What follows belongs to an exercise in optimizing a design on an open flow for small area, a short achievable clock period and few clock cycles; a production flow would make more cautious choices. The RTL was checked by simulation tests, not by an equivalence proof against the original design. Power and IR drop assume default switching activity.

build 79:
==> flow/design.v (excerpt) <==
module ledger_cvt (
    input  wire         clk,
    input  wire         rst,
    input  wire         in_valid,
    output wire         in_ready,
    input  wire [127:0] in_word,
    input  wire [9:0]   in_eref,
    input  wire [1:0]   in_fmt,      
    input  wire [1:0]   in_mode,     
    input  wire         in_flush,    
    output reg          out_valid,
    output reg  [31:0]  out_bits,
    output reg          out_range
);
Size: roughly 220 flip-flops, roughly 180 I/O pins, roughly 17000 sq um of cells after synthesis.
export LEC_CHECK = 0
export ABC_AREA = 1
export CAP_MARGIN = 50
export CORE_MARGIN = 2
export CORE_UTILIZATION = 50
export PLACE_DENSITY = 0.7
export SLEW_MARGIN = 70
create_clock -name core_clock -period 35.0 [get_ports {clk}]
run.sh (not shown) runs the stock make flow with config.mk's settings and CLKGATE_MAP_FILE= SYNTH_SCRIPT=/design/flow/synth_recipe.tcl, a recipe that flattens the netlist after the stock synthesis.
Testbench counts of build 79, summed over its fixed seeds: cycles 16,024.
## Diff of input files: build 18 against build 79
# build 79
export LEC_CHECK = 0
export ABC_AREA = 1
export CAP_MARGIN = 50
export CORE_MARGIN = 2
export CORE_UTILIZATION = 50
export PLACE_DENSITY = 0.7
export SLEW_MARGIN = 70
create_clock -name core_clock -period 35.0 [get_ports {clk}]
# build 18
export LEC_CHECK = 0
export ABC_AREA = 1
export CAP_MARGIN = 20
export CORE_MARGIN = 2
export CORE_UTILIZATION = 50
export PLACE_DENSITY = 0.7
export SLEW_MARGIN = 20
create_clock -name core_clock -period 35.0 [get_ports {clk}]
==> comparison <==
- Detailed-route wire length on metal 1 essentially unchanged between build 79 and build 18.
- Build 79 leaves less setup margin than build 18.
- Diff build 79 -> build 18: utilization now sits lower; total detailed-routing wirelength grew by 520 microns.
## Diff of input files: build 87 against build 18
# build 18
export LEC_CHECK = 0
export ABC_AREA = 1
export CAP_MARGIN = 20
export CORE_MARGIN = 2
export CORE_UTILIZATION = 50
export PLACE_DENSITY = 0.7
export SLEW_MARGIN = 20
create_clock -name core_clock -period 35.0 [get_ports {clk}]
# build 87
export LEC_CHECK = 0
export CAP_MARGIN = 20
export CORE_MARGIN = 2
export CORE_UTILIZATION = 50
export PLACE_DENSITY = 0.7
export SLEW_MARGIN = 20
create_clock -name core_clock -period 35.0 [get_ports {clk}]
==> flow/flow/run.sh (new file) <==
#!/bin/bash
# The standard layout (standard.sh) with three changes:
#  - synthesis maps the logic with an area-oriented ABC script (flow/synth.tcl);
#  - ports are buffered with buf_1 instead of the default buffer cell;
#  - timing repair aims at an 8 ns period (setup margin 27 ns on the 35 ns
#    clock).  The constraints themselves are unchanged.
set -euo pipefail
export MY_WORK_DIR=$(pwd)
export MY_FLOW_DIR=$(pwd)/flow
bash standard.sh "SYNTH_SCRIPT=$MY_FLOW_DIR/synth.tcl" \
  "BUFFER_PORTS_ARGS=-buffer_cell sky130_fd_sc_hd__buf_1" \
  "SETUP_SLACK_MARGIN=27" finish > flow_make.log 2>&1
==> flow/flow/area.abc (new file) <==
strash; dch -f; amap; topo; stime -c; buffer -c; upsize -c; dnsize -c
==> flow/flow/synth.tcl (new file) <==
# synth_recipe.tcl (the standard synthesis) with one change: ABC maps the
# logic with flow/area.abc, an area-oriented script (amap, then buffering
# and sizing), instead of ORFS's script.  Registers are mapped before ABC
# runs, so their cells and names are the standard synthesis's.
proc abc {args} {
  set i [lsearch -exact $args -script]
  if {$i >= 0} { lset args [expr {$i + 1}] $::env(MY_FLOW_DIR)/area.abc }
  yosys abc {*}$args
}
source $::env(MY_WORK_DIR)/synth_recipe.tcl
==> flow/standard.sh (new file) <==
#!/bin/bash
# synth_recipe.tcl (not shown) runs the flow's synth.tcl, then flattens the netlist and writes it again
# the make line also repeats each setting of config.mk as NAME=value (left out here)
make -C /OpenROAD-flow-scripts/flow DESIGN_CONFIG=/design/flow/config.mk WORK_HOME=/design/flow/orfs CLKGATE_MAP_FILE= SYNTH_SCRIPT=/design/flow/synth_recipe.tcl "${@:-finish}"
removed: flow/run.sh
### Flow results
Of build 87 and build 18, the higher cell count belongs to build 18. Comparing mapped cell area for build 87 and build 18, the smaller number came from build 87. Of build 87 and build 18, build 18 shows the higher total power, with build 87 below it. Detailed route, build 87 vs build 18: via total lower for build 87. Measured against each other, build 87 and build 18 differ in sequential share of cell area, the lower figure coming from build 18. Compared with build 18, build 87 shows post-layout net count lower by 642.
diff inputs: build 87 => build 35
diff --git a/flow/flow/run.sh b/flow/flow/run.sh
--- a/flow/flow/run.sh
+++ b/flow/flow/run.sh
@@ -5,2 +5 @@
-#  - timing repair aims at an 8 ns period (setup margin 27 ns on the 35 ns
-#    clock).  The constraints themselves are unchanged.
+#  - (no timing margin)
@@ -12 +11 @@
-  "SETUP_SLACK_MARGIN=27" finish > flow_make.log 2>&1
+  finish > flow_make.log 2>&1
==> notes.md <==
Final-report hold violation count: build 35 vs build 87 identical. Build 35 drops fewer vias than build 87. Diff build 87 -> build 35: count of flip-flops and latches ~0 delta; worst-case reg-to-reg path depth went down 2; global-route wire length before repair lost 0.37%.
Changes in build 61 relative to build 35:
# build 35
export LEC_CHECK = 0
export CAP_MARGIN = 20
export CORE_MARGIN = 2
export CORE_UTILIZATION = 50
export PLACE_DENSITY = 0.7
export SLEW_MARGIN = 20
create_clock -name core_clock -period 35.0 [get_ports {clk}]
# build 61
export LEC_CHECK = 0
export ABC_AREA = 1
export CAP_MARGIN = 20
export CORE_MARGIN = 2
export CORE_UTILIZATION = 50
export PLACE_DENSITY = 0.7
export SLEW_MARGIN = 20
create_clock -name core_clock -period 35.0 [get_ports {clk}]
==> flow/flow/run.sh <==
#!/bin/bash
# The standard layout, with timing repair aimed at an 8.5 ns period
# (setup margin 26.5 ns against the 35 ns clock); constraints unchanged.
set -euo pipefail
bash standard.sh SETUP_SLACK_MARGIN=26.5 finish > flow_make.log 2>&1
removed: flow/flow/area.abc
removed: flow/flow/synth.tcl
--- outcome ---
- [diff] core box area, build 61 relative to build 35: regression
- Build 35 and build 61 all finish clean.
- Delta (build 61 minus build 35): detailed-routed wire length on met3 up 0.77%, sequential fraction of the synthesis area now sits lower, H-tree depth essentially unchanged.
- Going from build 35 to build 61, routed wire length +7200 microns; xor/xnor cell area share of the yosys netlist +5.7 points; number of global-route vias before repair +22%.
- Synthesized area went up by more than 10% going from build 35 to build 61.
- Switching part of the total power: build 61 vs build 35 up 1.4 points
- Post-synthesis adder-cell area fraction ended up 1.1 points lower on build 61 than on build 35.

## separate check: timing with driven ports
The results above use ideal ports. As a check the final layouts listed here were re-extracted and re-timed, cells and wires unchanged.
Step 1 sets driving cells, clkbuf_16 on the clock port and buf_2 on the other inputs (assumed; they add their load-dependent delay and slew).
Step 2 adds t to the input delays and takes it off the output delays; t is the mean of the earliest and latest rising clock arrival at the registers after step 1. Input paths then give back, and output paths get back, about the clock's delay inside the block.
Three values: no drivers, after step 1, after step 2; two values: the first two.
run	t (ns)	slack for setup (ns)	latest minus earliest clock arrival (ns)	slew at the worst register clock pin (ns)	worst data-port slew with drivers (ns)
build 79	0.601	26.548 / 26.492 / 27.094	0.011 / 0.011	0.06 / 0.06	0.05
build 18	0.597	26.566 / 26.513 / 27.110	0.010 / 0.011	0.07 / 0.07	0.05
build 87	0.613	26.982 / 26.925 / 27.369	0.013 / 0.013	0.07 / 0.07	0.06
build 35	0.611	25.715 / 25.715 / 25.715	0.014 / 0.014	0.07 / 0.07	0.06
build 61	0.597	26.566 / 26.513 / 27.110	0.010 / 0.011	0.07 / 0.07	0.05
After both steps every run listed still meets setup and hold.
